From an optimization exercise on the open Yosys and OpenROAD flow, aimed at small area and a short achievable clock period; shortcuts taken in it are not production practice.
The RTL was checked by simulation tests, not by an equivalence proof against the original design.

## ct_time_core
module ct_time_core (
  input  wire        clk,
  input  wire        rst,
  input  wire        cmd_valid,
  input  wire [2:0]  cmd_op,
  input  wire [95:0] cmd_data,
  output reg         resp_valid,
  output reg  [1:0]  resp_status,
  output wire [47:0] time_sec,
  output wire [29:0] time_ns,
  output wire [31:0] time_frac,
  output wire [63:0] linear_ns,
  output wire [15:0] linear_frac,
  output wire [47:0] rate_adj,
  output wire [47:0] rate_total,
  output wire [47:0] slew_limit,
  output wire [63:0] slew_remain,
  output wire [2:0]  status,
  output wire [3:0]  sticky,
  output wire [3:0]  cmp_armed,
  output wire [3:0]  cmp_fire
);
  localparam [2:0] OP_STICKY_CLR = 3'd0;
  localparam [2:0] OP_LOAD       = 3'd1;
  localparam [2:0] OP_RATE_SET   = 3'd2;
  localparam [2:0] OP_SLEW_LIMIT = 3'd3;
  localparam [2:0] OP_PHASE_ADJ  = 3'd4;
  localparam [2:0] OP_STEP       = 3'd5;
  localparam [2:0] OP_CMP_ARM    = 3'd6;
  localparam [2:0] OP_CMP_DISARM = 3'd7;
  localparam [1:0] ST_OK    = 2'd0;
  localparam [1:0] ST_RANGE = 2'd1;
  localparam [1:0] ST_BUSY  = 2'd2;
  localparam [29:0] NS_PER_SEC = 30'd1000000000;
  localparam [29:0] NS_NEG     = 30'd73741824;              
  localparam [38:0] RMAX       = 39'd56294995342;           
  localparam [34:0] SL_MIN     = 35'd28147;
  localparam [34:0] SL_MAX     = 35'd28147497671;
  localparam [34:0] SL_RESET   = 35'd2814750;
  reg  [47:0] sec_q;
  reg  [29:0] ns_q;
  reg  [51:0] sub_q;       
  reg  [36:0] rate_q;      
  reg  [41:0] r25_q;       
  reg  [34:0] slim_q;      
  reg  [82:0] rem_q;       
  reg  [3:0]  sticky_q;
  reg         clq_p;       
  reg         clq_n;       
  reg  [3:0]  armed_q;
  reg  [79:0] tgt0_q, tgt1_q, tgt2_q, tgt3_q;
  wire [47:0] secn = ~sec_q;
  wire [20:0] nsp  = {ns_q[29:26] + 4'd1, ns_q[25:9]};
  wire dd_w1 = secn[0] ^ secn[2];
  wire dd_w2 = secn[0] & secn[2];
  wire dd_w3 = secn[1] ^ secn[3];
  wire dd_w4 = secn[1] & secn[3];
  wire dd_w5 = secn[2] ^ secn[4];
  wire dd_w6 = secn[2] & secn[4];
  wire dd_w7 = sec_q[0] ^ secn[3] ^ secn[5];
  wire dd_w8 = (sec_q[0] & secn[3]) | (sec_q[0] & secn[5]) | (secn[3] & secn[5]);
  wire dd_w9 = sec_q[1] ^ secn[4] ^ secn[6];
  wire dd_w10 = (sec_q[1] & secn[4]) | (sec_q[1] & secn[6]) | (secn[4] & secn[6]);
  wire dd_w11 = secn[0] ^ sec_q[2] ^ secn[5];
  wire dd_w12 = (secn[0] & sec_q[2]) | (secn[0] & secn[5]) | (sec_q[2] & secn[5]);
  ...
Size: about 9600 cells after synthesis, roughly 660 flip-flops, roughly 520 I/O pins, roughly 88000 um^2 of cells after synthesis.
make LEC_CHECK=0 CAP_MARGIN=20 CORE_MARGIN=2 CORE_UTILIZATION=30 SLEW_MARGIN=20 finish   # period 30.0 ns
run.sh (not shown) runs the stock make flow with config.mk's settings and CLKGATE_MAP_FILE= SYNTH_SCRIPT=/design/flow/synth_recipe.tcl, a recipe that flattens the netlist after the stock synthesis.
The first run finished with capacitance limit, slew limit left.
Then changed:
==> flow/flow/run.sh (new file) <==
#!/bin/bash
# Layout flow: the standard ORFS flow (standard synthesis unchanged), with
# the setup repair of floorplan, CTS and global routing asked to leave 16.5 ns of
# setup slack at the design's 30 ns clock, so that it works on the paths that
# set the achieved period. The clock, constraints and all other settings are
# the standard flow's. make's full output goes to flow_make.log; ORFS keeps each step's
# own log under orfs/logs/.
set -euo pipefail
bash standard.sh SETUP_SLACK_MARGIN=16.5 finish > flow_make.log 2>&1
==> flow/standard.sh (new file) <==
#!/bin/bash
# synth_recipe.tcl (not shown) runs the flow's synth.tcl, then flattens the netlist and writes it again
# the make line also repeats each setting of config.mk as NAME=value (left out here)
make -C /OpenROAD-flow-scripts/flow DESIGN_CONFIG=/design/flow/config.mk WORK_HOME=/design/flow/orfs CLKGATE_MAP_FILE= SYNTH_SCRIPT=/design/flow/synth_recipe.tcl "${@:-finish}"
- CORE_UTILIZATION: 30 -> 45
- PLACE_DENSITY: not set -> 0.75
removed: flow/run.sh
The new run passed the timing, design-rule and antenna checks. Worst hold slack gains 0.024 ns. Clock skew climbs by 0.026 ns. Via count climbs by 4.9%.
Then changed:
==> flow/flow/run.sh (replaced) <==
#!/bin/bash
# Layout flow: the standard ORFS flow (standard synthesis unchanged), with
# the setup repair of floorplan, CTS and global routing asked to leave 17.5 ns of
# setup slack at the design's 30 ns clock, so that it works on the paths that
# set the achieved period. The clock, constraints and all other settings are
# the standard flow's. make's full output goes to flow_make.log; ORFS keeps each step's
# own log under orfs/logs/.
set -euo pipefail
bash standard.sh SETUP_SLACK_MARGIN=17.5 finish > flow_make.log 2>&1
What happened: Via count rises slightly; global-route usage rises by 1.1 points.
Then changed:
==> flow/flow/run.sh (replaced) <==
#!/bin/bash
# Layout flow: the standard ORFS flow (standard synthesis unchanged), with
# the setup repair of floorplan, CTS and global routing asked to leave 17 ns of
# setup slack at the design's 30 ns clock, so that it works on the paths that
# set the achieved period. The clock, constraints and all other settings are
# the standard flow's. make's full output goes to flow_make.log; ORFS keeps each step's
# own log under orfs/logs/.
set -euo pipefail
bash standard.sh SETUP_SLACK_MARGIN=17 finish > flow_make.log 2>&1
- CORE_UTILIZATION: 45 -> 30
- PLACE_DENSITY: 0.75 -> not set
- global-route usage fell by 14 points
- wire length decreases by 2.1%
- hold slack hardly moves
- final area came out lower by 1.3%
- final cell count goes up by 8.6%
- sequential cell count stays the same
- via count drops by 3.7%
- setup slack loses 0.14 ns
- core utilization went down by 19 points

afterwards: timing with drivers on the ports:
The results above use ideal ports. As a check the final layouts listed here were re-extracted and re-timed, cells and wires unchanged.
Step 1 (the two cells are an assumption about what drives the block):
set clk [get_ports {clk}]
set_driving_cell -lib_cell sky130_fd_sc_hd__clkbuf_16 $clk
set_driving_cell -lib_cell sky130_fd_sc_hd__buf_2 [delete_from_list [all_inputs] $clk]
Step 2 adds t to the input delays and takes it off the output delays; t is the mean of the earliest and latest rising clock arrival at the registers after step 1. Input paths then give back, and output paths get back, about the clock's delay inside the block.
Three values: ideal, step 1, step 2; two values: the first two.
| run | shift t [ns] | setup slack, ns | hold slack, ns | latest minus earliest clock arrival (ns) | worst register clock-pin slew, ns |
|---|---|---|---|---|---|
| the first run | 0.825 | 14.630 / 14.540 / 14.355 | 0.457 / 0.457 / 0.457 | 0.053 / 0.054 | 0.08 / 0.08 |
| the second run | 0.868 | 16.497 / 16.457 / 15.698 | 0.481 / 0.481 / 0.481 | 0.072 / 0.072 | 0.07 / 0.07 |
| the third run | 0.859 | 16.760 / 16.666 / 16.374 | 0.458 / 0.458 / 0.458 | 0.050 / 0.050 | 0.07 / 0.07 |
| the fourth run | 0.841 | 16.619 / 16.519 / 16.367 | 0.460 / 0.460 / 0.460 | 0.040 / 0.040 | 0.07 / 0.07 |
For the second run, which loses most, drivers alone change the setup slack by -0.040 ns; drivers and shift together by -0.799 ns.
